Source: an optimization exercise on an open RTL-to-GDS flow (aim: small area, a short achievable clock period and few clock cycles per item). Production flows keep margins and buffers that such runs may drop.
No run shown here included a check of the RTL's function; only the layout flow was run.

**design/flow/design.v**
```verilog
module aes_sbox_a (
    input  wire [7:0]  a,
    output wire [17:0] p
);
    wire n1;
    gx2 u1 (.a(a[1]), .b(a[6]), .y(n1));
    wire n2;
    gx2 u2 (.a(a[4]), .b(a[7]), .y(n2));
    wire n3;
    gx2 u3 (.a(a[2]), .b(a[3]), .y(n3));
    wire n4;
    gx2 u4 (.a(a[5]), .b(a[7]), .y(n4));
    wire n5;
    gx2 u5 (.a(a[0]), .b(a[2]), .y(n5));
    wire n6;
    gx2 u6 (.a(n1), .b(n2), .y(n6));
    wire n7;
    gx2 u7 (.a(a[6]), .b(n2), .y(n7));
    wire n8;
    gx2 u8 (.a(a[4]), .b(a[5]), .y(n8));
    wire n9;
    gx2 u9 (.a(a[7]), .b(n1), .y(n9));
    wire n10;
    gx2 u10 (.a(a[0]), .b(a[5]), .y(n10));
    wire n11;
    gx2 u11 (.a(a[1]), .b(n5), .y(n11));
    wire n12;
    gx2 u12 (.a(n3), .b(n4), .y(n12));
    wire n13;
    gx2 u13 (.a(n1), .b(n8), .y(n13));
    wire n14;
    gx2 u14 (.a(a[3]), .b(n1), .y(n14));
    wire n15;
    gx2 u15 (.a(n4), .b(n11), .y(n15));
    wire n16;
    gx2 u16 (.a(a[5]), .b(n2), .y(n16));
    wire n17;
    gx2 u17 (.a(a[3]), .b(n9), .y(n17));
    wire n18;
    gx2 u18 (.a(a[3]), .b(n6), .y(n18));
    wire n19;
    gx2 u19 (.a(n3), .b(n13), .y(n19));
    wire n20;
    gx2 u20 (.a(a[5]), .b(n11), .y(n20));
    wire n21;
    gx2 u21 (.a(a[5]), .b(n14), .y(n21));
    wire n22;
    gx2 u22 (.a(a[1]), .b(n3), .y(n22));
    wire n23;
    gx2 u23 (.a(n3), .b(n6), .y(n23));
    wire n24;
    gx2 u24 (.a(n5), .b(n9), .y(n24));
    wire n25;
    gx2 u25 (.a(n3), .b(n10), .y(n25));
    wire n26;
    gx2 u26 (.a(n3), .b(n7), .y(n26));
    wire n27;
    gx2 u27 (.a(a[4]), .b(n14), .y(n27));
    wire n28;
    gx2 u28 (.a(a[2]), .b(a[5]), .y(n28));
    wire n29;
    gx2 u29 (.a(n7), .b(n25), .y(n29));
    wire n30;
    gx2 u30 (.a(n1), .b(n12), .y(n30));
    wire n31;
    gx2 u31 (.a(a[4]), .b(n11), .y(n31));
    wire n32;
    gx2 u32 (.a(a[1]), .b(n4), .y(n32));
    wire n33;
    gx2 u33 (.a(a[3]), .b(n10), .y(n33));
    wire n34;
    ga2 u34 (.a(n17), .b(n21), .y(n34));
    wire n35;
    ga2 u35 (.a(n28), .b(n27), .y(n35));
    wire n36;
    ga2 u36 (.a(n30), .b(n8), .y(n36));
    wire n37;
    ga2 u37 (.a(a[3]), .b(n18), .y(n37));
    wire n38;
    ga2 u38 (.a(n10), .b(n29), .y(n38));
    wire n39;
    ga2 u39 (.a(n33), .b(n20), .y(n39));
    wire n40;
    ga2 u40 (.a(n9), .b(n16), .y(n40));
    wire n41;
    ga2 u41 (.a(n5), .b(n15), .y(n41));
    wire n42;
    ga2 u42 (.a(n24), .b(n31), .y(n42));
    wire n43;
    gx2 u43 (.a(n38), .b(n39), .y(n43));
    wire n44;
    gx2 u44 (.a(n37), .b(n38), .y(n44));
    wire n45;
    gx2 u45 (.a(n36), .b(n44), .y(n45));
    wire n46;
    gx2 u46 (.a(n35), .b(n6), .y(n46));
    wire n47;
    gx2 u47 (.a(n41), .b(n42), .y(n47));
    wire n48;
    gx2 u48 (.a(n40), .b(n44), .y(n48));
    wire n49;
    gx2 u49 (.a(n36), .b(n26), .y(n49));
    wire n50;
    gx2 u50 (.a(a[1]), .b(n47), .y(n50));
    wire n51;
    gx2 u51 (.a(n34), .b(n49), .y(n51));
    wire n52;
    gx2 u52 (.a(n43), .b(n51), .y(n52));
    wire n53;
    gx2 u53 (.a(n41), .b(n12), .y(n53));
    wire n54;
    gx2 u54 (.a(n43), .b(n50), .y(n54));
    wire n55;
    gx2 u55 (.a(n45), .b(n46), .y(n55));
    wire n56;
    gx2 u56 (.a(n48), .b(n53), .y(n56));
    reg [8:0] e;
    always @(*) begin
        case ({n54, n56, n52, n55})
            4'd0: e = 9'd0;
            4'd1: e = 9'd432;
            4'd2: e = 9'd216;
            4'd3: e = 9'd360;
            4'd4: e = 9'd27;
            4'd5: e = 9'd195;
            4'd6: e = 9'd245;
            4'd7: e = 9'd413;
            4'd8: e = 9'd45;
            4'd9: e = 9'd238;
            4'd10: e = 9'd325;
            4'd11: e = 9'd350;
            4'd12: e = 9'd54;
            4'd13: e = 9'd427;
            4'd14: e = 9'd371;
            4'd15: e = 9'd390;
            default: e = 9'd0;
        endcase
    end
    wire n57;
    ga2 u57 (.a(n4), .b(e[0]), .y(n57));
    wire n58;
    ga2 u58 (.a(n19), .b(e[1]), .y(n58));
    wire n59;
    ga2 u59 (.a(n23), .b(e[2]), .y(n59));
    wire n60;
    ga2 u60 (.a(n6), .b(e[3]), .y(n60));
    wire n61;
    ga2 u61 (.a(n26), .b(e[4]), .y(n61));
    wire n62;
    ga2 u62 (.a(n22), .b(e[5]), .y(n62));
    wire n63;
    ga2 u63 (.a(n13), .b(e[6]), .y(n63));
    wire n64;
    ga2 u64 (.a(n32), .b(e[7]), .y(n64));
    wire n65;
    ga2 u65 (.a(n7), .b(e[8]), .y(n65));
    wire n66;
    ga2 u66 (.a(n21), .b(e[0]), .y(n66));
    wire n67;
    ga2 u67 (.a(n27), .b(e[1]), .y(n67));
    wire n68;
    ga2 u68 (.a(n8), .b(e[2]), .y(n68));
    wire n69;
    ga2 u69 (.a(n18), .b(e[3]), .y(n69));
    wire n70;
    ga2 u70 (.a(n29), .b(e[4]), .y(n70));
    wire n71;
    ga2 u71 (.a(n20), .b(e[5]), .y(n71));
    wire n72;
    ga2 u72 (.a(n16), .b(e[6]), .y(n72));
    wire n73;
    ga2 u73 (.a(n15), .b(e[7]), .y(n73));
    wire n74;
    ga2 u74 (.a(n31), .b(e[8]), .y(n74));
    assign p[0] = n57;
    assign p[1] = n58;
    assign p[2] = n59;
    assign p[3] = n60;
    assign p[4] = n61;
    assign p[5] = n62;
    assign p[6] = n63;
    assign p[7] = n64;
    assign p[8] = n65;
    assign p[9] = n66;
    assign p[10] = n67;
    assign p[11] = n68;
    assign p[12] = n69;
    assign p[13] = n70;
    assign p[14] = n71;
    assign p[15] = n72;
    assign p[16] = n73;
    assign p[17] = n74;
endmodule
module aes_sbox_b (
    input  wire [17:0] p,
    output wire [7:0]  y
);
    wire m1;
    gx2 u75 (.a(p[1]), .b(p[8]), .y(m1));
    wire m2;
    gx2 u76 (.a(p[0]), .b(m1), .y(m2));
    wire m3;
    gx2 u77 (.a(p[12]), .b(p[13]), .y(m3));
    wire m4;
    gx2 u78 (.a(p[10]), .b(p[11]), .y(m4));
    wire m5;
    gx2 u79 (.a(p[6]), .b(m2), .y(m5));
    wire m6;
    gx2 u80 (.a(p[15]), .b(p[17]), .y(m6));
    wire m7;
    gx2 u81 (.a(p[3]), .b(p[4]), .y(m7));
    wire m8;
    gx2 u82 (.a(p[16]), .b(m3), .y(m8));
    wire m9;
    gx2 u83 (.a(m3), .b(m4), .y(m9));
    wire m10;
    gx2 u84 (.a(p[14]), .b(m6), .y(m10));
    wire m11;
    gx2 u85 (.a(p[9]), .b(p[10]), .y(m11));
    wire m12;
    gx2 u86 (.a(p[2]), .b(p[3]), .y(m12));
    wire m32;
    gxn2 u87 (.a(m5), .b(m9), .y(m32));
    wire m14;
    gx2 u88 (.a(p[1]), .b(p[2]), .y(m14));
    wire m15;
    gx2 u89 (.a(m8), .b(m14), .y(m15));
    wire m16;
    gx2 u90 (.a(p[17]), .b(m11), .y(m16));
    wire m17;
    gx2 u91 (.a(p[7]), .b(m12), .y(m17));
    wire m18;
    gx2 u92 (.a(p[15]), .b(m7), .y(m18));
    wire m19;
    gx2 u93 (.a(m2), .b(m7), .y(m19));
    wire m20;
    gx2 u94 (.a(m6), .b(m11), .y(m20));
    wire m33;
    gxn2 u95 (.a(m8), .b(m16), .y(m33));
    wire m22;
    gx2 u96 (.a(p[12]), .b(m10), .y(m22));
    wire m34;
    gxn2 u97 (.a(m5), .b(m22), .y(m34));
    wire m24;
    gx2 u98 (.a(m1), .b(m17), .y(m24));
    wire m25;
    gx2 u99 (.a(p[13]), .b(m4), .y(m25));
    wire m35;
    gxn2 u100 (.a(p[5]), .b(m24), .y(m35));
    wire m27;
    gx2 u101 (.a(p[7]), .b(m9), .y(m27));
    wire m28;
    gx2 u102 (.a(m10), .b(m25), .y(m28));
    wire m29;
    gx2 u103 (.a(m5), .b(m28), .y(m29));
    wire m30;
    gx2 u104 (.a(m15), .b(m18), .y(m30));
    wire m31;
    gx2 u105 (.a(m19), .b(m27), .y(m31));
    assign y[0] = m32;
    assign y[1] = m33;
    assign y[2] = m20;
    assign y[3] = m31;
    assign y[4] = m29;
    assign y[5] = m34;
    assign y[6] = m35;
    assign y[7] = m30;
endmodule
module aes_isbox_a (
    input  wire [7:0]  a,
    output wire [17:0] p
);
    wire n1;
    gx2 u1 (.a(a[1]), .b(a[2]), .y(n1));
    wire n2;
    gx2 u2 (.a(a[0]), .b(a[5]), .y(n2));
    wire n3;
    gx2 u3 (.a(a[7]), .b(n1), .y(n3));
    wire n4;
    gx2 u4 (.a(a[4]), .b(a[6]), .y(n4));
    wire n5;
    gx2 u5 (.a(a[0]), .b(a[3]), .y(n5));
    wire n6;
    gx2 u6 (.a(a[3]), .b(a[5]), .y(n6));
    wire n7;
    gx2 u7 (.a(a[0]), .b(a[4]), .y(n7));
    wire n8;
    gx2 u8 (.a(n2), .b(n4), .y(n8));
    wire n9;
    gx2 u9 (.a(a[4]), .b(n6), .y(n9));
    wire n10;
    gx2 u10 (.a(a[6]), .b(n5), .y(n10));
    wire n11;
    gx2 u11 (.a(a[2]), .b(a[5]), .y(n11));
    wire n12;
    gx2 u12 (.a(a[0]), .b(a[7]), .y(n12));
    wire n13;
    gx2 u13 (.a(n3), .b(n8), .y(n13));
    wire n14;
    gx2 u14 (.a(n1), .b(n2), .y(n14));
    wire n15;
    gx2 u15 (.a(a[4]), .b(n2), .y(n15));
    wire n16;
    gx2 u16 (.a(n3), .b(n15), .y(n16));
    wire n36;
    gxn2 u17 (.a(a[1]), .b(n2), .y(n36));
    wire n18;
    gx2 u18 (.a(a[3]), .b(n4), .y(n18));
    wire n19;
    gx2 u19 (.a(a[6]), .b(n6), .y(n19));
    wire n20;
    gx2 u20 (.a(n1), .b(n7), .y(n20));
    wire n21;
    gx2 u21 (.a(a[6]), .b(n14), .y(n21));
    wire n42;
    gxn2 u22 (.a(n3), .b(n10), .y(n42));
    wire n23;
    gx2 u23 (.a(a[1]), .b(n12), .y(n23));
    wire n24;
    gx2 u24 (.a(n4), .b(n12), .y(n24));
    wire n25;
    gx2 u25 (.a(a[1]), .b(n7), .y(n25));
    wire n26;
    gx2 u26 (.a(a[7]), .b(n11), .y(n26));
    wire n27;
    gx2 u27 (.a(a[6]), .b(n3), .y(n27));
    wire n28;
    gx2 u28 (.a(n1), .b(n5), .y(n28));
    wire n29;
    gx2 u29 (.a(a[1]), .b(n9), .y(n29));
    wire n30;
    gx2 u30 (.a(a[6]), .b(n26), .y(n30));
    wire n31;
    gx2 u31 (.a(n3), .b(n18), .y(n31));
    wire n32;
    gx2 u32 (.a(a[1]), .b(n4), .y(n32));
    wire n38;
    gxn2 u33 (.a(a[4]), .b(n11), .y(n38));
    wire n34 = ~n7;
    wire n35 = ~n1;
    wire n37 = ~a[1];
    wire n39 = ~n14;
    wire n40 = ~n16;
    wire n41 = ~n9;
    wire n43 = ~n5;
    wire n44 = ~n8;
    wire n45 = ~n9;
    wire n46 = ~n16;
    wire n47 = ~a[6];
    wire n48;
    ga2 u34 (.a(n20), .b(n24), .y(n48));
    wire n49;
    ga2 u35 (.a(n34), .b(n31), .y(n49));
    wire n50;
    ga2 u36 (.a(n35), .b(n28), .y(n50));
    wire n51;
    ga2 u37 (.a(n36), .b(n32), .y(n51));
    wire n52;
    ga2 u38 (.a(n37), .b(n29), .y(n52));
    wire n53;
    ga2 u39 (.a(n2), .b(n19), .y(n53));
    wire n54;
    ga2 u40 (.a(n38), .b(n23), .y(n54));
    wire n55;
    ga2 u41 (.a(n25), .b(n30), .y(n55));
    wire n56;
    ga2 u42 (.a(n39), .b(n21), .y(n56));
    wire n57;
    gx2 u43 (.a(n52), .b(n55), .y(n57));
    wire n58;
    gx2 u44 (.a(n50), .b(n52), .y(n58));
    wire n59;
    gx2 u45 (.a(n53), .b(n13), .y(n59));
    wire n60;
    gx2 u46 (.a(n51), .b(n54), .y(n60));
    wire n61;
    gx2 u47 (.a(n53), .b(n10), .y(n61));
    wire n62;
    gx2 u48 (.a(n41), .b(n60), .y(n62));
    wire n63;
    gx2 u49 (.a(n48), .b(n59), .y(n63));
    wire n64;
    gx2 u50 (.a(n58), .b(n63), .y(n64));
    wire n65;
    gx2 u51 (.a(n51), .b(n40), .y(n65));
    wire n66;
    gx2 u52 (.a(n56), .b(n61), .y(n66));
    wire n67;
    gx2 u53 (.a(n57), .b(n66), .y(n67));
    wire n68;
    gx2 u54 (.a(n49), .b(n65), .y(n68));
    wire n69;
    gx2 u55 (.a(n57), .b(n62), .y(n69));
    wire n70;
    gx2 u56 (.a(n58), .b(n68), .y(n70));
    reg [8:0] e;
    always @(*) begin
        case ({n67, n69, n64, n70})
            4'd0: e = 9'd0;
            4'd1: e = 9'd432;
            4'd2: e = 9'd216;
            4'd3: e = 9'd360;
            4'd4: e = 9'd27;
            4'd5: e = 9'd195;
            4'd6: e = 9'd245;
            4'd7: e = 9'd413;
            4'd8: e = 9'd45;
            4'd9: e = 9'd238;
            4'd10: e = 9'd325;
            4'd11: e = 9'd350;
            4'd12: e = 9'd54;
            4'd13: e = 9'd427;
            4'd14: e = 9'd371;
            4'd15: e = 9'd390;
            default: e = 9'd0;
        endcase
    end
    wire n71;
    ga2 u57 (.a(n27), .b(e[0]), .y(n71));
    wire n72;
    ga2 u58 (.a(n42), .b(e[1]), .y(n72));
    wire n73;
    ga2 u59 (.a(n43), .b(e[2]), .y(n73));
    wire n74;
    ga2 u60 (.a(n44), .b(e[3]), .y(n74));
    wire n75;
    ga2 u61 (.a(n45), .b(e[4]), .y(n75));
    wire n76;
    ga2 u62 (.a(n10), .b(e[5]), .y(n76));
    wire n77;
    ga2 u63 (.a(n46), .b(e[6]), .y(n77));
    wire n78;
    ga2 u64 (.a(n13), .b(e[7]), .y(n78));
    wire n79;
    ga2 u65 (.a(n47), .b(e[8]), .y(n79));
    wire n80;
    ga2 u66 (.a(n24), .b(e[0]), .y(n80));
    wire n81;
    ga2 u67 (.a(n31), .b(e[1]), .y(n81));
    wire n82;
    ga2 u68 (.a(n28), .b(e[2]), .y(n82));
    wire n83;
    ga2 u69 (.a(n32), .b(e[3]), .y(n83));
    wire n84;
    ga2 u70 (.a(n29), .b(e[4]), .y(n84));
    wire n85;
    ga2 u71 (.a(n19), .b(e[5]), .y(n85));
    wire n86;
    ga2 u72 (.a(n23), .b(e[6]), .y(n86));
    wire n87;
    ga2 u73 (.a(n30), .b(e[7]), .y(n87));
    wire n88;
    ga2 u74 (.a(n21), .b(e[8]), .y(n88));
    assign p[0] = n71;
    assign p[1] = n72;
    assign p[2] = n73;
    assign p[3] = n74;
    assign p[4] = n75;
    assign p[5] = n76;
    assign p[6] = n77;
    assign p[7] = n78;
    assign p[8] = n79;
    assign p[9] = n80;
    assign p[10] = n81;
    assign p[11] = n82;
    assign p[12] = n83;
    assign p[13] = n84;
    assign p[14] = n85;
    assign p[15] = n86;
    assign p[16] = n87;
    assign p[17] = n88;
endmodule
module aes_isbox_b (
    input  wire [17:0] p,
    input  wire [7:0]  k,
    output wire [7:0]  y
);
    wire m1;
    gx2 u75 (.a(p[9]), .b(p[11]), .y(m1));
    wire m2;
    gx2 u76 (.a(p[0]), .b(p[2]), .y(m2));
    wire m3;
    gx2 u77 (.a(p[12]), .b(p[15]), .y(m3));
    wire m4;
    gx2 u78 (.a(m1), .b(m2), .y(m4));
    wire m5;
    gx2 u79 (.a(p[14]), .b(m4), .y(m5));
    wire m6;
    gx2 u80 (.a(p[13]), .b(m3), .y(m6));
    wire m7;
    gx2 u81 (.a(p[7]), .b(p[8]), .y(m7));
    wire m8;
    gx2 u82 (.a(p[1]), .b(p[3]), .y(m8));
    wire m9;
    gx2 u83 (.a(p[17]), .b(m6), .y(m9));
    wire m10;
    gx2 u84 (.a(p[4]), .b(p[16]), .y(m10));
    wire m11;
    gx2 u85 (.a(p[4]), .b(k[7]), .y(m11));
    wire m12;
    gx2 u86 (.a(p[6]), .b(p[8]), .y(m12));
    wire m13;
    gx2 u87 (.a(p[10]), .b(m2), .y(m13));
    wire m14;
    gx2 u88 (.a(m7), .b(m13), .y(m14));
    wire m15;
    gx2 u89 (.a(m10), .b(m12), .y(m15));
    wire m16;
    gx2 u90 (.a(m6), .b(m8), .y(m16));
    wire m17;
    gx2 u91 (.a(p[5]), .b(k[1]), .y(m17));
    wire m18;
    gx2 u92 (.a(p[5]), .b(m11), .y(m18));
    wire m19;
    gx2 u93 (.a(p[13]), .b(m7), .y(m19));
    wire m20;
    gx2 u94 (.a(p[2]), .b(m10), .y(m20));
    wire m21;
    gx2 u95 (.a(p[13]), .b(m18), .y(m21));
    wire m22;
    gx2 u96 (.a(k[6]), .b(m20), .y(m22));
    wire m23;
    gx2 u97 (.a(m16), .b(m22), .y(m23));
    wire m24;
    gx2 u98 (.a(p[16]), .b(k[0]), .y(m24));
    wire m25;
    gx2 u99 (.a(p[3]), .b(k[4]), .y(m25));
    wire m26;
    gx2 u100 (.a(m3), .b(m25), .y(m26));
    wire m27;
    gx2 u101 (.a(k[2]), .b(m7), .y(m27));
    wire m28;
    gx2 u102 (.a(p[15]), .b(m24), .y(m28));
    wire m29;
    gx2 u103 (.a(p[0]), .b(m17), .y(m29));
    wire m30;
    gx2 u104 (.a(k[5]), .b(m19), .y(m30));
    wire m31;
    gx2 u105 (.a(m15), .b(m26), .y(m31));
    wire m32;
    gx2 u106 (.a(k[3]), .b(m1), .y(m32));
    wire m33;
    gx2 u107 (.a(m4), .b(m27), .y(m33));
    wire m34;
    gx2 u108 (.a(m5), .b(m21), .y(m34));
    wire m35;
    gx2 u109 (.a(m5), .b(m31), .y(m35));
    wire m36;
    gx2 u110 (.a(m9), .b(m32), .y(m36));
    wire m37;
    gx2 u111 (.a(m9), .b(m33), .y(m37));
    wire m38;
    gx2 u112 (.a(m5), .b(m30), .y(m38));
    wire m39;
    gx2 u113 (.a(m8), .b(m29), .y(m39));
    wire m40;
    gx2 u114 (.a(p[11]), .b(m28), .y(m40));
    wire m41;
    gx2 u115 (.a(m14), .b(m40), .y(m41));
    assign y[0] = m41;
    assign y[1] = m39;
    assign y[2] = m37;
    assign y[3] = m36;
    assign y[4] = m35;
    assign y[5] = m38;
    assign y[6] = m23;
    assign y[7] = m34;
endmodule
module aes_inv_mixcol (
    input  wire [31:0] a,
    output wire [31:0] y
);
    wire x0;
    gx2 u_x0 (.a(a[5]), .b(a[21]), .y(x0));
    wire x1;
    gx2 u_x1 (.a(a[13]), .b(a[29]), .y(x1));
    wire x2;
    gx2 u_x2 (.a(a[6]), .b(a[22]), .y(x2));
    wire x3;
    gx2 u_x3 (.a(a[14]), .b(a[30]), .y(x3));
    wire x4;
    gx2 u_x4 (.a(x0), .b(x1), .y(x4));
    wire x5;
    gx2 u_x5 (.a(a[7]), .b(x2), .y(x5));
    wire x6;
    gx2 u_x6 (.a(a[23]), .b(x3), .y(x6));
    wire x7;
    gx2 u_x7 (.a(a[3]), .b(a[31]), .y(x7));
    wire x8;
    gx2 u_x8 (.a(a[15]), .b(a[19]), .y(x8));
    wire x9;
    gx2 u_x9 (.a(a[25]), .b(x4), .y(x9));
    wire x10;
    gx2 u_x10 (.a(a[1]), .b(a[17]), .y(x10));
    wire x11;
    gx2 u_x11 (.a(a[8]), .b(a[24]), .y(x11));
    wire x12;
    gx2 u_x12 (.a(a[9]), .b(x9), .y(x12));
    wire x13;
    gx2 u_x13 (.a(a[12]), .b(a[28]), .y(x13));
    wire x14;
    gx2 u_x14 (.a(a[4]), .b(a[20]), .y(x14));
    wire x15;
    gx2 u_x15 (.a(a[0]), .b(a[16]), .y(x15));
    wire x16;
    gx2 u_x16 (.a(a[10]), .b(a[26]), .y(x16));
    wire x17;
    gx2 u_x17 (.a(a[2]), .b(a[18]), .y(x17));
    wire x18;
    gx2 u_x18 (.a(a[11]), .b(a[27]), .y(x18));
    wire x19;
    gx2 u_x19 (.a(x7), .b(x8), .y(x19));
    wire x20;
    gx2 u_x20 (.a(x6), .b(x17), .y(x20));
    wire x21;
    gx2 u_x21 (.a(a[7]), .b(x14), .y(x21));
    wire x22;
    gx2 u_x22 (.a(x2), .b(x16), .y(x22));
    wire x23;
    gx2 u_x23 (.a(a[23]), .b(x13), .y(x23));
    wire x24;
    gx2 u_x24 (.a(x5), .b(x18), .y(x24));
    wire x25;
    gx2 u_x25 (.a(a[7]), .b(x3), .y(x25));
    wire x26;
    gx2 u_x26 (.a(x3), .b(x22), .y(x26));
    wire x27;
    gx2 u_x27 (.a(x4), .b(x11), .y(x27));
    wire x28;
    gx2 u_x28 (.a(a[15]), .b(a[31]), .y(x28));
    wire x29;
    gx2 u_x29 (.a(a[30]), .b(x23), .y(x29));
    wire x30;
    gx2 u_x30 (.a(x8), .b(x10), .y(x30));
    wire x31;
    gx2 u_x31 (.a(a[2]), .b(x15), .y(x31));
    wire x32;
    gx2 u_x32 (.a(a[5]), .b(x19), .y(x32));
    wire x33;
    gx2 u_x33 (.a(a[21]), .b(x19), .y(x33));
    wire x34;
    gx2 u_x34 (.a(a[22]), .b(x21), .y(x34));
    wire x35;
    gx2 u_x35 (.a(x7), .b(x10), .y(x35));
    wire x36;
    gx2 u_x36 (.a(a[18]), .b(x15), .y(x36));
    wire x37;
    gx2 u_x37 (.a(a[23]), .b(x2), .y(x37));
    wire x38;
    gx2 u_x38 (.a(x26), .b(x28), .y(x38));
    wire x39;
    gx2 u_x39 (.a(x1), .b(x17), .y(x39));
    wire x40;
    gx2 u_x40 (.a(x5), .b(x20), .y(x40));
    wire x41;
    gx2 u_x41 (.a(a[13]), .b(x24), .y(x41));
    wire x42;
    gx2 u_x42 (.a(x27), .b(x37), .y(x42));
    wire x43;
    gx2 u_x43 (.a(a[15]), .b(a[24]), .y(x43));
    wire x44;
    gx2 u_x44 (.a(x6), .b(x18), .y(x44));
    wire x45;
    gx2 u_x45 (.a(x0), .b(x28), .y(x45));
    wire x46;
    gx2 u_x46 (.a(a[26]), .b(x11), .y(x46));
    wire x47;
    gx2 u_x47 (.a(a[6]), .b(x21), .y(x47));
    wire x48;
    gx2 u_x48 (.a(x0), .b(x16), .y(x48));
    wire x49;
    gx2 u_x49 (.a(a[0]), .b(a[31]), .y(x49));
    wire x50;
    gx2 u_x50 (.a(x4), .b(x15), .y(x50));
    wire x51;
    gx2 u_x51 (.a(x26), .b(x39), .y(x51));
    wire x52;
    gx2 u_x52 (.a(a[14]), .b(x23), .y(x52));
    wire x53;
    gx2 u_x53 (.a(a[29]), .b(x24), .y(x53));
    wire x54;
    gx2 u_x54 (.a(a[10]), .b(x11), .y(x54));
    wire x55;
    gx2 u_x55 (.a(a[31]), .b(x1), .y(x55));
    wire x56;
    gx2 u_x56 (.a(a[3]), .b(a[11]), .y(x56));
    wire x57;
    gx2 u_x57 (.a(a[13]), .b(x33), .y(x57));
    wire x58;
    gx2 u_x58 (.a(x6), .b(x31), .y(x58));
    wire x59;
    gx2 u_x59 (.a(x6), .b(x50), .y(x59));
    wire x60;
    gx2 u_x60 (.a(x14), .b(x30), .y(x60));
    wire x61;
    gx2 u_x61 (.a(x1), .b(x34), .y(x61));
    wire x62;
    gx2 u_x62 (.a(a[15]), .b(x29), .y(x62));
    wire x63;
    gx2 u_x63 (.a(a[31]), .b(x5), .y(x63));
    wire x64;
    gx2 u_x64 (.a(a[14]), .b(x45), .y(x64));
    wire x65;
    gx2 u_x65 (.a(a[17]), .b(x31), .y(x65));
    wire x66;
    gx2 u_x66 (.a(a[4]), .b(a[12]), .y(x66));
    wire x67;
    gx2 u_x67 (.a(a[11]), .b(x16), .y(x67));
    wire x68;
    gx2 u_x68 (.a(a[19]), .b(a[27]), .y(x68));
    wire x69;
    gx2 u_x69 (.a(x43), .b(x50), .y(x69));
    wire x70;
    gx2 u_x70 (.a(a[8]), .b(a[31]), .y(x70));
    wire x71;
    gx2 u_x71 (.a(a[16]), .b(x37), .y(x71));
    wire x72;
    gx2 u_x72 (.a(a[10]), .b(x24), .y(x72));
    wire x73;
    gx2 u_x73 (.a(a[1]), .b(a[8]), .y(x73));
    wire x74;
    gx2 u_x74 (.a(x61), .b(x62), .y(x74));
    wire x75;
    gx2 u_x75 (.a(x32), .b(x34), .y(x75));
    wire x76;
    gx2 u_x76 (.a(a[6]), .b(x45), .y(x76));
    wire x77;
    gx2 u_x77 (.a(x5), .b(x10), .y(x77));
    wire x78;
    gx2 u_x78 (.a(x14), .b(x29), .y(x78));
    wire x79;
    gx2 u_x79 (.a(x25), .b(x46), .y(x79));
    wire x80;
    gx2 u_x80 (.a(x18), .b(x31), .y(x80));
    wire x81;
    gx2 u_x81 (.a(a[17]), .b(x6), .y(x81));
    wire x82;
    gx2 u_x82 (.a(a[16]), .b(x27), .y(x82));
    wire x83;
    gx2 u_x83 (.a(x35), .b(x67), .y(x83));
    wire x84;
    gx2 u_x84 (.a(x13), .b(x64), .y(x84));
    wire x85;
    gx2 u_x85 (.a(x8), .b(x56), .y(x85));
    wire x86;
    gx2 u_x86 (.a(x25), .b(x69), .y(x86));
    wire x87;
    gx2 u_x87 (.a(x10), .b(x71), .y(x87));
    wire x88;
    gx2 u_x88 (.a(a[4]), .b(a[28]), .y(x88));
    wire x89;
    gx2 u_x89 (.a(x44), .b(x47), .y(x89));
    wire x90;
    gx2 u_x90 (.a(a[4]), .b(x13), .y(x90));
    wire x91;
    gx2 u_x91 (.a(x59), .b(x70), .y(x91));
    wire x92;
    gx2 u_x92 (.a(x48), .b(x66), .y(x92));
    wire x93;
    gx2 u_x93 (.a(a[1]), .b(x36), .y(x93));
    wire x94;
    gx2 u_x94 (.a(x35), .b(x36), .y(x94));
    wire x95;
    gx2 u_x95 (.a(x9), .b(x77), .y(x95));
    wire x96;
    gx2 u_x96 (.a(a[8]), .b(x49), .y(x96));
    wire x97;
    gx2 u_x97 (.a(a[15]), .b(x73), .y(x97));
    wire x98;
    gx2 u_x98 (.a(x52), .b(x55), .y(x98));
    wire x99;
    gx2 u_x99 (.a(x25), .b(x90), .y(x99));
    wire x100;
    gx2 u_x100 (.a(a[28]), .b(x14), .y(x100));
    wire x101;
    gx2 u_x101 (.a(a[17]), .b(x54), .y(x101));
    wire x102;
    gx2 u_x102 (.a(x36), .b(x85), .y(x102));
    wire x103;
    gx2 u_x103 (.a(x76), .b(x78), .y(x103));
    wire x104;
    gx2 u_x104 (.a(a[1]), .b(a[9]), .y(x104));
    wire x105;
    gx2 u_x105 (.a(x27), .b(x94), .y(x105));
    wire x106;
    gx2 u_x106 (.a(x33), .b(x88), .y(x106));
    wire x107;
    gx2 u_x107 (.a(a[16]), .b(x97), .y(x107));
    wire x108;
    gx2 u_x108 (.a(a[23]), .b(a[27]), .y(x108));
    wire x109;
    gx2 u_x109 (.a(x29), .b(x32), .y(x109));
    wire x110;
    gx2 u_x110 (.a(x46), .b(x104), .y(x110));
    wire x111;
    gx2 u_x111 (.a(a[12]), .b(x108), .y(x111));
    wire x112;
    gx2 u_x112 (.a(x5), .b(x100), .y(x112));
    wire x113;
    gx2 u_x113 (.a(x25), .b(x107), .y(x113));
    wire x114;
    gx2 u_x114 (.a(x20), .b(x92), .y(x114));
    wire x115;
    gx2 u_x115 (.a(a[0]), .b(a[15]), .y(x115));
    wire x116;
    gx2 u_x116 (.a(a[9]), .b(x65), .y(x116));
    wire x117;
    gx2 u_x117 (.a(a[29]), .b(x44), .y(x117));
    wire x118;
    gx2 u_x118 (.a(a[26]), .b(x30), .y(x118));
    wire x119;
    gx2 u_x119 (.a(a[25]), .b(x93), .y(x119));
    wire x120;
    gx2 u_x120 (.a(x40), .b(x110), .y(x120));
    wire x121;
    gx2 u_x121 (.a(x33), .b(x52), .y(x121));
    wire x122;
    gx2 u_x122 (.a(a[9]), .b(x4), .y(x122));
    wire x123;
    gx2 u_x123 (.a(a[20]), .b(a[28]), .y(x123));
    wire x124;
    gx2 u_x124 (.a(a[11]), .b(x17), .y(x124));
    wire x125;
    gx2 u_x125 (.a(x72), .b(x105), .y(x125));
    wire x126;
    gx2 u_x126 (.a(x53), .b(x114), .y(x126));
    wire x127;
    gx2 u_x127 (.a(x42), .b(x115), .y(x127));
    wire x128;
    gx2 u_x128 (.a(x41), .b(x109), .y(x128));
    wire x129;
    gx2 u_x129 (.a(x47), .b(x98), .y(x129));
    wire x130;
    gx2 u_x130 (.a(x79), .b(x102), .y(x130));
    wire x131;
    gx2 u_x131 (.a(a[24]), .b(x49), .y(x131));
    wire x132;
    gx2 u_x132 (.a(x57), .b(x89), .y(x132));
    wire x133;
    gx2 u_x133 (.a(a[20]), .b(a[27]), .y(x133));
    wire x134;
    gx2 u_x134 (.a(x81), .b(x131), .y(x134));
    wire x135;
    gx2 u_x135 (.a(x22), .b(x111), .y(x135));
    wire x136;
    gx2 u_x136 (.a(x12), .b(x130), .y(x136));
    wire x137;
    gx2 u_x137 (.a(a[12]), .b(a[20]), .y(x137));
    wire x138;
    gx2 u_x138 (.a(x53), .b(x121), .y(x138));
    wire x139;
    gx2 u_x139 (.a(x34), .b(x84), .y(x139));
    wire x140;
    gx2 u_x140 (.a(x63), .b(x82), .y(x140));
    wire x141;
    gx2 u_x141 (.a(x38), .b(x119), .y(x141));
    wire x142;
    gx2 u_x142 (.a(x75), .b(x117), .y(x142));
    wire x143;
    gx2 u_x143 (.a(x32), .b(x137), .y(x143));
    wire x144;
    gx2 u_x144 (.a(x83), .b(x112), .y(x144));
    wire x145;
    gx2 u_x145 (.a(x60), .b(x135), .y(x145));
    wire x146;
    gx2 u_x146 (.a(x38), .b(x116), .y(x146));
    wire x147;
    gx2 u_x147 (.a(x12), .b(x144), .y(x147));
    wire x148;
    gx2 u_x148 (.a(x30), .b(x124), .y(x148));
    wire x149;
    gx2 u_x149 (.a(x12), .b(x134), .y(x149));
    wire x150;
    gx2 u_x150 (.a(x51), .b(x143), .y(x150));
    wire x151;
    gx2 u_x151 (.a(x99), .b(x148), .y(x151));
    wire x152;
    gx2 u_x152 (.a(x51), .b(x106), .y(x152));
    wire x153;
    gx2 u_x153 (.a(x43), .b(x122), .y(x153));
    wire x154;
    gx2 u_x154 (.a(x12), .b(x151), .y(x154));
    wire x155;
    gx2 u_x155 (.a(a[25]), .b(x101), .y(x155));
    wire x156;
    gx2 u_x156 (.a(x7), .b(x68), .y(x156));
    wire x157;
    gx2 u_x157 (.a(x80), .b(x118), .y(x157));
    wire x158;
    gx2 u_x158 (.a(x13), .b(x133), .y(x158));
    wire x159;
    gx2 u_x159 (.a(x12), .b(x145), .y(x159));
    wire x160;
    gx2 u_x160 (.a(x54), .b(x156), .y(x160));
    wire x161;
    gx2 u_x161 (.a(x58), .b(x160), .y(x161));
    wire x162;
    gx2 u_x162 (.a(x48), .b(x123), .y(x162));
    wire x163;
    gx2 u_x163 (.a(x95), .b(x96), .y(x163));
    wire x164;
    gx2 u_x164 (.a(x87), .b(x153), .y(x164));
    wire x165;
    gx2 u_x165 (.a(x20), .b(x162), .y(x165));
    wire x166;
    gx2 u_x166 (.a(x12), .b(x113), .y(x166));
    wire x167;
    gx2 u_x167 (.a(x40), .b(x155), .y(x167));
    wire x168;
    gx2 u_x168 (.a(x41), .b(x165), .y(x168));
    wire x169;
    gx2 u_x169 (.a(x12), .b(x161), .y(x169));
    wire x170;
    gx2 u_x170 (.a(x35), .b(x158), .y(x170));
    wire x171;
    gx2 u_x171 (.a(x42), .b(x157), .y(x171));
    wire x172;
    gx2 u_x172 (.a(x20), .b(x170), .y(x172));
    wire x173;
    gx2 u_x173 (.a(x12), .b(x172), .y(x173));
    assign y[0] = x140;
    assign y[1] = x149;
    assign y[2] = x141;
    assign y[3] = x171;
    assign y[4] = x173;
    assign y[5] = x152;
    assign y[6] = x142;
    assign y[7] = x103;
    assign y[8] = x86;
    assign y[9] = x163;
    assign y[10] = x120;
    assign y[11] = x169;
    assign y[12] = x147;
    assign y[13] = x126;
    assign y[14] = x128;
    assign y[15] = x129;
    assign y[16] = x127;
    assign y[17] = x166;
    assign y[18] = x146;
    assign y[19] = x125;
    assign y[20] = x154;
    assign y[21] = x150;
    assign y[22] = x132;
    assign y[23] = x139;
    assign y[24] = x91;
    assign y[25] = x164;
    assign y[26] = x167;
    assign y[27] = x136;
    assign y[28] = x159;
    assign y[29] = x168;
    assign y[30] = x138;
    assign y[31] = x74;
endmodule
module gx2 (input wire a, input wire b, output wire y);
    assign y = a ^ b;
endmodule
module gxn2 (input wire a, input wire b, output wire y);
    assign y = ~(a ^ b);
endmodule
module ga2 (input wire a, input wire b, output wire y);
    assign y = a & b;
endmodule
module kw_unwrap (
    input  wire         clk,
    input  wire         rst,
    input  wire         req_valid,
    output wire         req_ready,
    input  wire         req_kek,
    input  wire         req_long,
    input  wire [319:0] req_data,
    output wire         resp_valid,
    input  wire         resp_ready,
    output wire [255:0] resp_key,
    output wire         resp_ok
);
    localparam [63:0] IV = 64'hA6A6_A6A6_A6A6_A6A6;
    localparam [1:0] G_RUN   = 2'd0,
                     G_KEXP  = 2'd1,
                     G_KDONE = 2'd2;
    reg  [1:0]   gst;
    reg          ph;         
    reg  [3:0]   m;          
    reg          kph;        
    reg  [5:0]   kidx;       
    reg          k_rot;      
    reg          k_id;       
    reg  [7:0]   k_rcon;     
    reg  [255:0] kwin;       
    reg  [255:0] klast;      
    reg  [71:0]  ks;         
    reg  [127:0] sa;         
    reg  [287:0] sb;         
    reg          v_q, kek_q, long_q;
    reg          rdy;        
    reg  [63:0]  x1 [0:1];
    reg  [63:0]  x2 [0:1];
    reg  [63:0]  x3 [0:1];
    reg  [63:0]  x4 [0:1];
    reg  [4:0]   tc [0:1];   
    reg          lng  [0:1];
    reg          run  [0:1];   
    reg          park [0:1];   
    reg          okc  [0:1];
    reg          old;        
    reg  [255:0] out_key;
    reg          out_ok, out_pend, out_valid;
    reg          out_free;   
    wire [127:0] rk   = kwin[255:128];
    wire [127:0] rk14 = klast[127:0];
    wire         grun = (gst == G_RUN);
    wire         cb   = ~ph;                  
    wire         bnd  = (m == 4'd0);          
    function [7:0] rcon_of(input [2:0] i);
        case (i)
            3'd1:    rcon_of = 8'h01;
            3'd2:    rcon_of = 8'h02;
            3'd3:    rcon_of = 8'h04;
            3'd4:    rcon_of = 8'h08;
            3'd5:    rcon_of = 8'h10;
            3'd6:    rcon_of = 8'h20;
            3'd7:    rcon_of = 8'h40;
            default: rcon_of = 8'h00;
        endcase
    endfunction
    wire [31:0] kw0 = kwin[255:224], kw1 = kwin[223:192], kw2 = kwin[191:160], kw3 = kwin[159:128];
    wire [31:0] kw4 = kwin[127:96],  kw5 = kwin[95:64],   kw6 = kwin[63:32],   kw7 = kwin[31:0];
    wire        kfwd   = (gst == G_KEXP);
    wire [71:0] ks_next;
    wire [31:0] sub_out;
    genvar g;
    generate
        for (g = 0; g < 4; g = g + 1) begin : g_ksbox
            aes_sbox_a u_a (.a(kw3[8*g +: 8]), .p(ks_next[18*g +: 18]));
            aes_sbox_b u_b (.p(ks[18*g +: 18]), .y(sub_out[8*g +: 8]));
        end
    endgenerate
    wire [31:0]  sub_rot   = k_rot ? {sub_out[23:0], sub_out[31:24]} : sub_out;
    wire [31:0]  k_g       = k_id ? kw3 : (sub_rot ^ {k_rcon, 24'h0});
    wire [31:0]  k_new     = kw4 ^ k_g;
    wire [255:0] kfwd_next = {kwin[223:128], k_new, kwin[95:0], kw0};
    wire [255:0] kbwd_next = {k_new, kw5 ^ kw4, kw6 ^ kw5, kw7 ^ kw6, kwin[255:128]};
    wire [287:0] sb_next;
    generate
        for (g = 0; g < 16; g = g + 1) begin : g_sta
            localparam integer ROW = g % 4;
            localparam integer COL = g / 4;
            localparam integer SRC = ROW + 4 * ((COL + 4 - ROW) % 4);
            aes_isbox_a u_a (.a(sa[127-8*SRC -: 8]), .p(sb_next[287-18*g -: 18]));
        end
    endgenerate
    wire [127:0] ark;
    wire [127:0] imc;
    generate
        for (g = 0; g < 16; g = g + 1) begin : g_stb
            aes_isbox_b u_b (.p(sb[287-18*g -: 18]), .k(rk[127-8*g -: 8]), .y(ark[127-8*g -: 8]));
        end
        for (g = 0; g < 4; g = g + 1) begin : g_imc
            aes_inv_mixcol u_imc (.a(ark[127-32*g -: 32]), .y(imc[127-32*g -: 32]));
        end
    endgenerate
    wire [63:0] b_hi = ark[127:64];
    wire [63:0] b_lo = ark[63:0];
    wire        b_ok = (b_hi == IV);
    wire        bnd_b      = grun && bnd;     
    wire        run_b      = run[cb];
    wire        last_b     = (tc[cb] == 5'd1);
    wire        fin_direct = bnd_b && run_b && last_b && (old == cb) && out_free;
    wire        fin_park   = bnd_b && run_b && last_b && !fin_direct;
    wire        cont       = bnd_b && run_b && !last_b;
    wire        unpark0    = park[0] && !old && out_free;
    wire        unpark1    = park[1] &&  old && out_free;
    wire        acc        = rdy && !kek_q && req_valid;
    wire        kek_acc    = rdy &&  kek_q && req_valid;
    wire        acc_d      = rdy && !kek_q;
    wire        kek_d      = rdy &&  kek_q;
    wire        has_o      = cb ? (run[0] || park[0]) : (run[1] || park[1]);
    wire [63:0]  head      = lng[cb] ? x1[cb] : x3[cb];
    wire [4:0]   t_nx      = tc[cb] - 5'd1;
    wire [4:0]   t_first   = long_q ? 5'd24 : 5'd12;
    wire [63:0]  c_n       = long_q ? req_data[63:0] : req_data[191:128];
    wire [127:0] blk_raw   = cont ? {b_hi ^ {59'd0, t_nx}, head}
                                  : {req_data[319:256] ^ {59'd0, t_first}, c_n};
    reg  [1:0]  gst_n;
    reg         ph_n, kph_n;
    reg  [3:0]  m_n;
    reg  [5:0]  kidx_n;
    reg         run_n [0:1];
    reg         park_n [0:1];
    reg  [4:0]  tc_n [0:1];
    reg         old_n;
    integer     c;
    always @(*) begin
        gst_n  = gst;
        ph_n   = ph;
        m_n    = m;
        kph_n  = kph;
        kidx_n = kidx;
        case (gst)
            G_RUN: begin
                if (kek_acc) begin
                    gst_n  = G_KEXP;
                    kph_n  = 1'b0;
                    kidx_n = 6'd8;
                end else begin
                    ph_n = ~ph;
                    if (!ph)
                        m_n = bnd ? 4'd13 : m - 4'd1;
                end
            end
            G_KEXP: begin
                kph_n = ~kph;
                if (kph) begin
                    kidx_n = kidx + 6'd1;
                    if (kidx == 6'd59)
                        gst_n = G_KDONE;
                end
            end
            default: begin
                gst_n = G_RUN;
                ph_n  = 1'b1;
                m_n   = 4'd0;
            end
        endcase
        for (c = 0; c < 2; c = c + 1) begin
            run_n[c]  = run[c];
            park_n[c] = park[c];
            tc_n[c]   = tc[c];
            if (cb == c) begin
                if (acc) begin
                    run_n[c] = 1'b1;
                    tc_n[c]  = t_first;
                end else if (bnd_b && run_b && last_b) begin
                    run_n[c] = 1'b0;
                end
                if (cont)
                    tc_n[c] = t_nx;
                if (fin_park)
                    park_n[c] = 1'b1;
            end
        end
        if (unpark0) park_n[0] = 1'b0;
        if (unpark1) park_n[1] = 1'b0;
        old_n = old;
        if (acc && !has_o)
            old_n = cb;
        else if (fin_direct)
            old_n = ~cb;
        else if (unpark0)
            old_n = 1'b1;
        else if (unpark1)
            old_n = 1'b0;
        if (rst) begin
            gst_n     = G_RUN;
            ph_n      = 1'b1;
            m_n       = 4'd0;
            run_n[0]  = 1'b0;
            run_n[1]  = 1'b0;
            park_n[0] = 1'b0;
            park_n[1] = 1'b0;
        end
    end
    wire out_pend_n  = !rst && (fin_direct || unpark0 || unpark1);
    wire out_valid_n = !rst && (out_pend || (out_valid && !resp_ready));
    wire out_free_n  = !(out_pend_n || out_pend || out_valid);
    wire v_q_n       = !rst && req_valid && !rdy;
    wire cb_n     = ~ph_n;
    wire grun_n   = (gst_n == G_RUN);
    wire bnd_n    = grun_n && (m_n == 4'd0);
    wire old_is_n = (old_n == cb_n);
    wire free_n   = (!run_n[cb_n] && (!park_n[cb_n] || (old_is_n && out_free_n))) ||
                    (bnd_n && run_n[cb_n] && (tc_n[cb_n] == 5'd1) && old_is_n && out_free_n);
    wire rdy_n    = !rst && v_q_n && grun_n &&
                    (req_kek ? (!run_n[0] && !park_n[0] && !run_n[1] && !park_n[1])
                             : (bnd_n && free_n));
    always @(posedge clk) begin
        gst      <= gst_n;
        ph       <= ph_n;
        m        <= m_n;
        kph      <= kph_n;
        kidx     <= kidx_n;
        run[0]   <= run_n[0];
        run[1]   <= run_n[1];
        park[0]  <= park_n[0];
        park[1]  <= park_n[1];
        tc[0]    <= tc_n[0];
        tc[1]    <= tc_n[1];
        old      <= old_n;
        out_pend  <= out_pend_n;
        out_valid <= out_valid_n;
        out_free  <= out_free_n;
        v_q      <= v_q_n;
        kek_q    <= req_kek;
        long_q   <= req_long;
        rdy      <= rdy_n;
    end
    always @(posedge clk) begin
        ks <= ks_next;
        if (kek_d)
            kwin <= {req_data[127:0], req_data[255:128]};
        else if (kfwd && kph)
            kwin <= kfwd_next;
        else if (grun && !ph)
            kwin <= bnd ? klast : kbwd_next;
        if (gst == G_KDONE)
            klast <= {kwin[127:0], kwin[255:128]};
        if (kek_d) begin
            k_rot  <= 1'b1;
            k_id   <= 1'b0;
            k_rcon <= 8'h01;
        end else if (kfwd) begin
            if (kph) begin
                k_rot  <= (kidx_n[2:0] == 3'd0);
                k_id   <= (kidx_n[1:0] != 2'd0);
                k_rcon <= (kidx_n[2:0] == 3'd0) ? rcon_of(kidx_n[5:3]) : 8'h00;
            end
        end else if (!grun || !ph) begin
            k_rot  <= m_n[0];
            k_id   <= 1'b0;
            k_rcon <= m_n[0] ? rcon_of(m_n[3:1] + 3'd1) : 8'h00;
        end
    end
    always @(posedge clk) begin
        sb <= sb_next;
        if (!bnd)
            sa <= imc;
        else
            sa <= blk_raw ^ rk14;
    end
    generate
        for (g = 0; g < 2; g = g + 1) begin : g_ctx
            wire here = (cb == g);
            always @(posedge clk) begin
                if (here && cont) begin
                    x3[g] <= b_lo;
                    if (lng[g]) begin
                        x1[g] <= x2[g];
                        x2[g] <= x3[g];
                    end
                end else if (here && acc_d) begin
                    lng[g] <= long_q;
                    x1[g]  <= long_q ? req_data[127:64] : 64'd0;
                    x2[g]  <= long_q ? req_data[191:128] : 64'd0;
                    x3[g]  <= req_data[255:192];
                end
                if (here && fin_park) begin
                    x4[g]  <= b_lo;
                    okc[g] <= b_ok;
                end
            end
        end
    endgenerate
    always @(posedge clk) begin
        if (fin_direct) begin
            out_key <= {b_lo, x3[cb], x2[cb], x1[cb]};
            out_ok  <= b_ok;
        end else if (unpark0) begin
            out_key <= {x4[0], x3[0], x2[0], x1[0]};
            out_ok  <= okc[0];
        end else if (unpark1) begin
            out_key <= {x4[1], x3[1], x2[1], x1[1]};
            out_ok  <= okc[1];
        end else if (out_pend && !out_ok) begin
            out_key <= 256'd0;
        end
    end
    assign req_ready  = rdy;
    assign resp_valid = out_valid;
    assign resp_ok    = out_ok;
    assign resp_key   = out_key;
endmodule
```
**design/flow/flow/run.sh**
```bash
#!/bin/bash
set -euo pipefail
MARGIN=${MARGIN:-8}
bash standard.sh SETUP_SLACK_MARGIN=$MARGIN finish > make_finish.log 2>&1
```
**design/flow/standard.sh**
```bash
#!/bin/bash
# synth_recipe.tcl (not shown) runs the flow's synth.tcl, then flattens the netlist and writes it again
# the make line also repeats each setting of config.mk as NAME=value (left out here)
make -C /OpenROAD-flow-scripts/flow DESIGN_CONFIG=/design/flow/config.mk WORK_HOME=/design/flow/orfs CLKGATE_MAP_FILE= SYNTH_SCRIPT=/design/flow/synth_recipe.tcl "${@:-finish}"
```
**design/flow/config.mk**
```make
export PLATFORM = sky130hd
export DESIGN_NAME = kw_unwrap
export DESIGN_NICKNAME = kw_unwrap
export VERILOG_FILES = /design/flow/design.v
export SDC_FILE = /design/flow/constraint.sdc
export NUM_CORES = 8
export LEC_CHECK = 0
export CAP_MARGIN = 40
export CELL_PAD_IN_SITES_DETAIL_PLACEMENT = 1
export CELL_PAD_IN_SITES_GLOBAL_PLACEMENT = 2
export CORE_MARGIN = 2
export CORE_UTILIZATION = 30
export PLACE_DENSITY = 0.5
export SLEW_MARGIN = 40
export SYNTH_HIERARCHICAL = 1
```
**design/flow/constraint.sdc**
```tcl
create_clock -name core_clock -period 12.0 [get_ports {clk}]
set_input_delay 2.4000 -clock core_clock [delete_from_list [all_inputs] [get_ports {clk}]]
set_output_delay 2.4000 -clock core_clock [all_outputs]
set_load 0.01 [all_outputs]
```
==> results of run 1 <==
-- per-layer routing --
layer / up-vias / GRT usage, %
met5: - / 0
li1: 36300 / -
met3: 482 / 3.70
met2: 2384 / 45.1
met4: 16 / 8.62
met1: 42300 / 38.8
-- modules after synthesis (local to each module, per instance) --
module	cells inside	flip-flops and latches	cell area [um2]	copies in the design
kw_unwrap	6500	1817	74300	1
aes_isbox_a	61	0	504	16
aes_sbox_a	53	0	468	4
aes_inv_mixcol	32	0	240	4
aes_isbox_b	8	0	60.1	16
aes_sbox_b	8	0	60.1	4
gx2	1	0	8.76	2352
gxn2	1	0	8.76	64
ga2	1	0	6.26	540
-- state kept, by name, summed over array words and instances (netlist names), 2 cells and up --
register / cells
x4: 128
x2: 128
park: 2
x1: 128
tc: 10
kidx: 6
kwin: 256
run: 2
out_key: 256
gst: 2
sb: 288
okc: 2
sa: 128
klast: 256
m: 4
k_rcon: 7
ks: 72
x3: 128
lng: 2
-- cell usage after synthesis (all sizes together) (3+ instances only) --
master and n:
nand2b 25, a211oi 162, nor4bb 8, nand4b 3, and3 4, a22oi 67
a31oi 24, nor2 291, ha 164, o211ai 40, edfxtp 1286, a21o 4
dfxtp 531, xnor2 269, and3b 3, nor3 37, inv 312, nor4b 6
o21a 4, buf 786, clkbuf 362, a221oi 5, and2 547, mux4 100
a21oi 661, nor2b 74, o221ai 5, nand2 1454, a22o 193, nor4 9
nand3 15, xor2 2430, o21ai 702, mux2 33, nand4 7, nand3b 13
or2 24, mux2i 228, a311o 16
-- logic make-up (layout without fill, tap and decap cells) --
group                    Yosys count  after routing  synth area share (%)
XOR/XNOR                        2699           2700                  21.3
AO/OA/AOI/OAI                   1902           1904                  10.1
AND/OR/NAND/NOR                 2529           2532                  10.4
buffers and inverters           1460           1763                  7.47
other                              0             45                     0
multiplexers                     361            362                  4.53
flip-flops                      1817           1817                  44.4
adder cells (fa/ha/maj)          164            164                  1.85
-- what timing repair did --
item | 4_1_cts | 5_1_grt
setup endpoints to repair | 1749 | 858
pin swaps | 42 | 26
gates cloned | 7 | 6
gates resized for setup | 1374 | 186
setup buffers | 74 | 72
-- per-stage QoR --
stage                     std cells  setup WS (ps)
after floorplan               10900           4350
after global placement        15600           6400
after detailed placement      15600           6520
after CTS                     16100           7850
after global routing          16200           7880
final                         16200           7910
-- worst max path at each step --
stage	to	slack [ps]	depth (start not counted)
2_1_floorplan	kwin[0]$_DFFE_PP_	4350	6
3_3_place_gp	x1[0][10]$_DFFE_PP_	6400	9
3_5_place_dp	k_rcon[5]$_SDFFE_PN0P_	6520	10
4_1_cts	resp_key[213]	7850	1
5_1_grt	resp_key[213]	7880	1
6_report	resp_key[213]	7910	1
-- layout make-up --
type	instances	area share [%]
multi-input combinational	7662	43.9
sequential	1817	37.7
timing repair buffer	1013	6.71
clock buffer	317	5.07
tap	4950	4.74
inverter	312	0.957
clock inverter	121	0.850
antenna	45	0.0861
==> out/results.tsv, run 1 <==
stage	metric	value	unit
run_status	status	no timing/DRC/antenna violations	
global_route	vias in the first global route	82600	
worst_setup_path	slowest stage delay, CP	520	ps
worst_setup_path	FF-to-FF End	sa[29]$_DFF_P_	
placement	Cell Area, Placed	119000	um2
synthesis	average cell area after synthesis	10.1	um2
worst_setup_path	crit path kind	flip-flop to output port	
worst_setup_path	Top delay family on crit path	flip-flops	
route	final WL	542000	um
worst_setup_path	CP Cell Sequence	buf_2	
clock_tree	CTS root buf	clkbuf_16	
min_path	Tightest Hold Check Type	flip-flop to flip-flop	
floorplanning	die width	612	um
global_route	grt ovf	0	
timing	Fmax	0.245	GHz
timing	RSZ-0062 raised after global routing	yes	
final_layout	most frequent cells in the layout	2084 x xor2_1, 1451 x nand2_1, 1286 x edfxtp_1, 659 x a21oi_1, 544 x o21ai_0	
final_layout	area of the multi-input gates	57400	um2
floorplanning	Die Height	612	um
synthesis	Async S/R FF share, synth	0	%
route	drt pass-1 iters	5	
synthesis	Synth area leaders	edfxtp_1 35%, xor2_1 19%, dfxtp_1 9.6%, nand2_1 4.9%, buf_4 4.4%	
synthesis	YS warnings	21	
worst_setup_path	critical path endpoint category	output port	
synthesis	Synth cell types	74	
synthesis	flops & latches, synth	1817	
synthesis	EDFF count, synth	1286	
worst_setup_path	CP startpoint	out_key[213]$_DFFE_PP_	
placement	DP HPWL	413000	um
min_path	hold depth	1	
global_route	initial antenna violation count	76	
route	Top Layer Used	met5	
final_layout	area added between synthesis and finish	17.9	%
min_path	hold endpoint	out_free$_DFF_P_	
worst_setup_path	CP max FO	1	
final_layout	nets@finish	11500	
route	DRC	0	
timing	crit share post-route	34.1	%
worst_setup_path	R2R Path Start	sb[70]$_DFF_P_	
placement	Final GP Congestion	0.908	
floorplanning	core footprint	369000	um2
placement	# port buffers	584	
worst_setup_path	CP bufs+invs	1	
timing	max-slew violations	0	
synthesis	Yosys top cell area share	34.8	%
clock_tree	htree depth	4	
clock_tree	CTS tree	built	
route	WL met3	30700	um
final_layout	proportion of layout cells with a drive suffix above 1	14.5	%
route	wire per inst	33.4	um
timing	endpoints failing setup	0	
global_route	Tot GR Track Use	28.0	%
clock_tree	Clk Latency, worst-skew pair	970	ps
clock_tree	hold buffer count at cts	0	
route	routed via count	81500	
synthesis	syn_nets	11400	
floorplanning	Initial Utilization	30.1	%
final_layout	Layout fillers	40400	
worst_setup_path	worst reg2reg setup slack	7970	ps
worst_setup_path	R2R depth	12	
floorplanning	io pins	585	
clock_tree	Sink Count	1817	
synthesis	top_reg_cell synth	edfxtp_1	
synthesis	dominant cell type by area after synthesis	edfxtp_1	
worst_setup_path	Critical Path RT	9600	ps
final_layout	commonest non-fill, non-tap cell in the layout	xor2_1	
synthesis	Post-Syn Area	111000	um2
timing	Setup Skew	66.6	ps
timing	setup TNS	0	ps
timing	final hold violation count	0	
worst_setup_path	slowest stage cell, crit path	edfxtp_1	
clock_tree	cts bufs inserted	234	
timing	hold_ws	483	ps
global_route	pin count of the biggest net entering global routing	164	
flow_run	max-capacitance violation count	0	
route	post-route ant nets	0	
clock_tree	clock transition at the registers of the reported paths	60	ps
route	met2 wire length	248000	um
timing	Least-Margin Pin Slew	1110	ps
synthesis	sequential share of the synthesized area	44.4	%
floorplanning	die area	375000	um2
timing	Worst slew margin	25.8	%
clock_tree	clock tree buffer depth	4	
final_layout	register area	49300	um2
timing	crit path time final	4090	ps
worst_setup_path	Worst setup SP type	flip-flop	
final_layout	final core utilization	35.5	%
route	initial drt markers	7260	
final_layout	post-route cell area	131000	um2
route	M1 WL	244000	um
floorplanning	num rows	223	
min_path	Worst Hold Launch	out_valid$_DFF_P_	
global_route	first-pass GRT wire length	723000	um
route	Vias/cell	5.02	
worst_setup_path	Critical Path AT	1690	ps
synthesis	cells after synthesis	10900	
==> run 2: changes to the inputs <==
--- a/design/flow/design.v
+++ b/design/flow/design.v
@@ -1002,6 +1002,10 @@
     reg          park [0:1];   
     reg          okc  [0:1];
     reg          old;        
+    reg  [127:0] sbuf;
+    reg          sok;
+    reg          sv;         
+    reg          spre;       
     reg  [255:0] out_key;
     reg          out_ok, out_pend, out_valid;
     reg          out_free;   
@@ -1064,11 +1068,14 @@
     wire        bnd_b      = grun && bnd;     
     wire        run_b      = run[cb];
     wire        last_b     = (tc[cb] == 5'd1);
-    wire        fin_direct = bnd_b && run_b && last_b && (old == cb) && out_free;
-    wire        fin_park   = bnd_b && run_b && last_b && !fin_direct;
+    wire        s_first    = sv && !spre;     
+    wire        sout       = s_first && out_free;
+    wire        fin_direct = bnd_b && run_b && last_b && (old == cb) && out_free && !s_first;
+    wire        sfill      = bnd_b && run_b && last_b && !fin_direct && !lng[cb] && !sv;
+    wire        fin_park   = bnd_b && run_b && last_b && !fin_direct && !sfill;
     wire        cont       = bnd_b && run_b && !last_b;
-    wire        unpark0    = park[0] && !old && out_free;
-    wire        unpark1    = park[1] &&  old && out_free;
+    wire        unpark0    = park[0] && !old && out_free && !s_first;
+    wire        unpark1    = park[1] &&  old && out_free && !s_first;
     wire        acc        = rdy && !kek_q && req_valid;
     wire        kek_acc    = rdy &&  kek_q && req_valid;
     wire        acc_d      = rdy && !kek_q;
@@ -1087,7 +1094,7 @@
     reg         run_n [0:1];
     reg         park_n [0:1];
     reg  [4:0]  tc_n [0:1];
-    reg         old_n;
+    reg         old_n, sv_n, spre_n;
     integer     c;
     always @(*) begin
         gst_n  = gst;
@@ -1149,6 +1156,20 @@
             old_n = 1'b1;
         else if (unpark1)
             old_n = 1'b0;
+        else if (sfill && old == cb)
+            old_n = ~cb;
+        sv_n   = sv;
+        spre_n = spre;
+        if (sfill) begin
+            sv_n   = 1'b1;
+            spre_n = (old != cb);
+        end else if (sout) begin
+            sv_n   = 1'b0;
+        end
+        if (fin_direct || unpark0 || unpark1)
+            spre_n = 1'b0;
+        if (rst)
+            sv_n = 1'b0;
         if (rst) begin
             gst_n     = G_RUN;
             ph_n      = 1'b1;
@@ -1159,16 +1180,17 @@
             park_n[1] = 1'b0;
         end
     end
-    wire out_pend_n  = !rst && (fin_direct || unpark0 || unpark1);
+    wire out_pend_n  = !rst && (fin_direct || unpark0 || unpark1 || sout);
     wire out_valid_n = !rst && (out_pend || (out_valid && !resp_ready));
     wire out_free_n  = !(out_pend_n || out_pend || out_valid);
     wire v_q_n       = !rst && req_valid && !rdy;
     wire cb_n     = ~ph_n;
     wire grun_n   = (gst_n == G_RUN);
     wire bnd_n    = grun_n && (m_n == 4'd0);
-    wire old_is_n = (old_n == cb_n);
+    wire old_is_n = (old_n == cb_n) && !(sv_n && !spre_n);
+    wire last_n   = bnd_n && run_n[cb_n] && (tc_n[cb_n] == 5'd1);
     wire free_n   = (!run_n[cb_n] && (!park_n[cb_n] || (old_is_n && out_free_n))) ||
-                    (bnd_n && run_n[cb_n] && (tc_n[cb_n] == 5'd1) && old_is_n && out_free_n);
+                    (last_n && ((old_is_n && out_free_n) || (!lng[cb_n] && !sv_n)));
     wire rdy_n    = !rst && v_q_n && grun_n &&
                     (req_kek ? (!run_n[0] && !park_n[0] && !run_n[1] && !park_n[1])
                              : (bnd_n && free_n));
@@ -1185,6 +1207,8 @@
         tc[0]    <= tc_n[0];
         tc[1]    <= tc_n[1];
         old      <= old_n;
+        sv       <= sv_n;
+        spre     <= spre_n;
         out_pend  <= out_pend_n;
         out_valid <= out_valid_n;
         out_free  <= out_free_n;
@@ -1226,6 +1250,12 @@
         else
             sa <= blk_raw ^ rk14;
     end
+    always @(posedge clk) begin
+        if (sfill) begin
+            sbuf <= {b_lo, x3[cb]};
+            sok  <= b_ok;
+        end
+    end
     generate
         for (g = 0; g < 2; g = g + 1) begin : g_ctx
             wire here = (cb == g);
@@ -1259,6 +1289,9 @@
         end else if (unpark1) begin
             out_key <= {x4[1], x3[1], x2[1], x1[1]};
             out_ok  <= okc[1];
+        end else if (sout) begin
+            out_key <= {sbuf, 128'd0};
+            out_ok  <= sok;
         end else if (out_pend && !out_ok) begin
             out_key <= 256'd0;
         end
==> out/results.tsv, run 2 <==
stage	metric	value	unit	change
placement	Cell Area, Placed	124000	um2	+4.5%
timing	hold_ws	471	ps	-11.4 ps
placement	# port buffers	584		unchanged
clock_tree	hold buffer count at cts	0		unchanged
synthesis	top-count cell post-synth	xor2_1		
synthesis	Post-Syn Area	116000	um2	+4.5%
worst_setup_path	CP bufs+invs	1		unchanged
flow_run	max-capacitance violation count	0		unchanged
clock_tree	Sink Count	1948		+7.2%
final_layout	most frequent cells in the layout	2044 x xor2_1, 1511 x nand2_1, 1415 x edfxtp_1, 811 x a21oi_1, 558 x o21ai_0		
timing	crit share post-route	36.5	%	+2.4 points
worst_setup_path	slowest stage delay, CP	780	ps	+260 ps
synthesis	cells after synthesis	11300		+3.4%
worst_setup_path	crit path kind	flip-flop to output port		
final_layout	post-route cell area	137000	um2	+4.6%
worst_setup_path	CP Cell Sequence	buf_2		
synthesis	syn_nets	11800		+3.3%
timing	max-slew violations	0		unchanged
worst_setup_path	critical path endpoint category	output port		
final_layout	largest reg by FF count	sb		
synthesis	YS warnings	21		unchanged
placement	DP HPWL	459000	um	+11%
synthesis	EDFF count, synth	1415		+10%
route	initial drt markers	8169		+13%
worst_setup_path	Critical Path AT	1980	ps	+290 ps
clock_tree	Clk Latency, worst-skew pair	980	ps	about the same
route	final WL	607000	um	+12%
synthesis	top_reg_cell synth	edfxtp_1		
placement	dpl cells	16100		+3.0%
global_route	initial antenna violation count	79		+3.9%
worst_setup_path	slowest stage cell, crit path	edfxtp_1		
global_route	vias in the first global route	87800		+6.3%
route	post-route ant nets	0		unchanged
final_layout	area added between synthesis and finish	17.9	%	about the same
route	DRC	0		unchanged
worst_setup_path	Worst setup SP type	flip-flop		
final_layout	final non-filler cell total	16700		+2.8%
placement	Post-Place Worst Slack	6480	ps	-35.2 ps
synthesis	Yosys top cell area share	36.6	%	+1.8 points
timing	Setup Skew	80.5	ps	+13.9 ps
final_layout	commonest non-fill, non-tap cell in the layout	xor2_1		
synthesis	Synth area leaders	edfxtp_1 37%, xor2_1 18%, dfxtp_1 9.2%, nand2_1 4.9%, buf_4 4.2%		
clock_tree	CTS tree	built		
route	wire per inst	36.3	um	+8.8%
synthesis	average cell area after synthesis	10.3	um2	+1.1%
global_route	first-pass GRT wire length	803000	um	+11%
synthesis	Synth cell types	78		+5.4%
clock_tree	clock tree buffer depth	4		unchanged
timing	Fmax	0.228	GHz	-6.6%
clock_tree	cts bufs inserted	241		+3.0%
clock_tree	CTS root buf	clkbuf_16		
worst_setup_path	CP max FO	1		unchanged
global_route	Tot GR Track Use	30.0	%	+2.0 points
run_status	status	no timing/DRC/antenna violations		
floorplanning	Die Height	626	um	+2.2%
min_path	Tightest Hold Check Type	flip-flop to flip-flop		
timing	endpoints failing setup	0		unchanged
final_layout	max reg flops	288		unchanged
clock_tree	htree depth	4		unchanged
timing	RSZ-0062 raised after global routing	yes		
synthesis	Async S/R FF share, synth	0	%	unchanged
floorplanning	io pins	585		unchanged
timing	post-route setup slack	7620	ps	-289 ps
final_layout	proportion of layout cells with a drive suffix above 1	15.3	%	+0.82 points
==> run 2: cell count changes after synthesis, moves of 67 or more <==
cell / previous run / this run
a21oi_1: 661 / 818
a222oi_1: 0 / 128
a22o_1: 193 / 64
edfxtp_1: 1286 / 1415
nand2_1: 1454 / 1521
nor2_1: 290 / 436
o21ai_1: 147 / 49
==> run 2: final cells by class <==
class / count / area (um2)
antenna: 34 / 85.1
clock buffer: 335 / 6840
clock inverter: 115 / 1060
fill: 42100 / 248000
inverter: 317 / 1270
multi-input combinational: 7874 / 59000
sequential: 1948 / 53200
tap: 5060 / 6330
timing repair buffer: 1010 / 8990
==> run 2: worst paths after layout <==
check                        from                    to  slack [ps]  cells past startpoint
min reg2reg   kwin[123]$_DFFE_PP_  klast[251]$_DFFE_PN_         470                      0
max reg2reg   kwin[144]$_DFFE_PP_        sa[11]$_DFF_P_        8020                     13
max          out_key[3]$_DFFE_PP_           resp_key[3]        7620                      1
min           kwin[123]$_DFFE_PP_  klast[251]$_DFFE_PN_         470                      0
==> run 2: metal layers <==
layer  GRT usage [%]  share of wire, %  up-vias
met5           0.198             0.016        -
met4            13.5               5.2       14
met2            49.3                47     2596
met3            3.32               4.6      676
li1                -                 -    37700
met1            39.5                43    44700
==> run 2: logic make-up (layout without fill, tap and decap cells) <==
family	count (synthesis)	count (layout)	share of synthesized area, %
adder cells (fa/ha/maj)	164	164	1.77
multiplexers	420	420	4.91
flip-flops	1948	1948	45.8
AND/OR/NAND/NOR	2671	2675	10.2
XOR/XNOR	2696	2696	20.4
other	0	34	0
AO/OA/AOI/OAI	1918	1919	9.71
buffers and inverters	1488	1777	7.19
==> run 2: per-module statistics from Yosys (local to each module, per instance), a selection <==
module,cell area (um2),flops+latches
aes_isbox_b,60.1,0
kw_unwrap,79300,1948
aes_sbox_a,468,0
gxn2,8.76,0
gx2,8.76,0
aes_inv_mixcol,240,0
aes_sbox_b,60.1,0
==> run 2: what timing repair did <==
action | in CTS | in global routing
resized for setup | 1529 | 199
buffers inserted | 75 | 58
cloned | 8 | 5
endpoints found under the setup margin | 1778 | 703
pin swaps | 51 | 35

==> re-timing with driven ports <==
The flow's constraints put no driver on any port. The routed layouts listed below were extracted and timed again, unchanged, in two steps.
Step 1, drivers: a clkbuf_16 drives clk and a buf_2 each remaining input, both assumed.
Step 2 also shifts input and output timing later by t, the mid clock arrival at the registers, as if the neighbouring blocks saw the same clock.
Slacks: ideal / step 1 / step 2; pairs: ideal / step 1.
run | shift t [ns] | slack for setup (ns) | worst setup path after step 2
run 1 | 1.055 | 7.912 / 7.788 / 7.213 | input to register
run 2 | 1.054 | 7.623 / 7.507 / 7.131 | input to register
After both steps setup and hold are still met in every run listed. The setup slack of run 1, which loses most, moves by -0.124 ns with the drivers and by -0.699 ns with both steps.
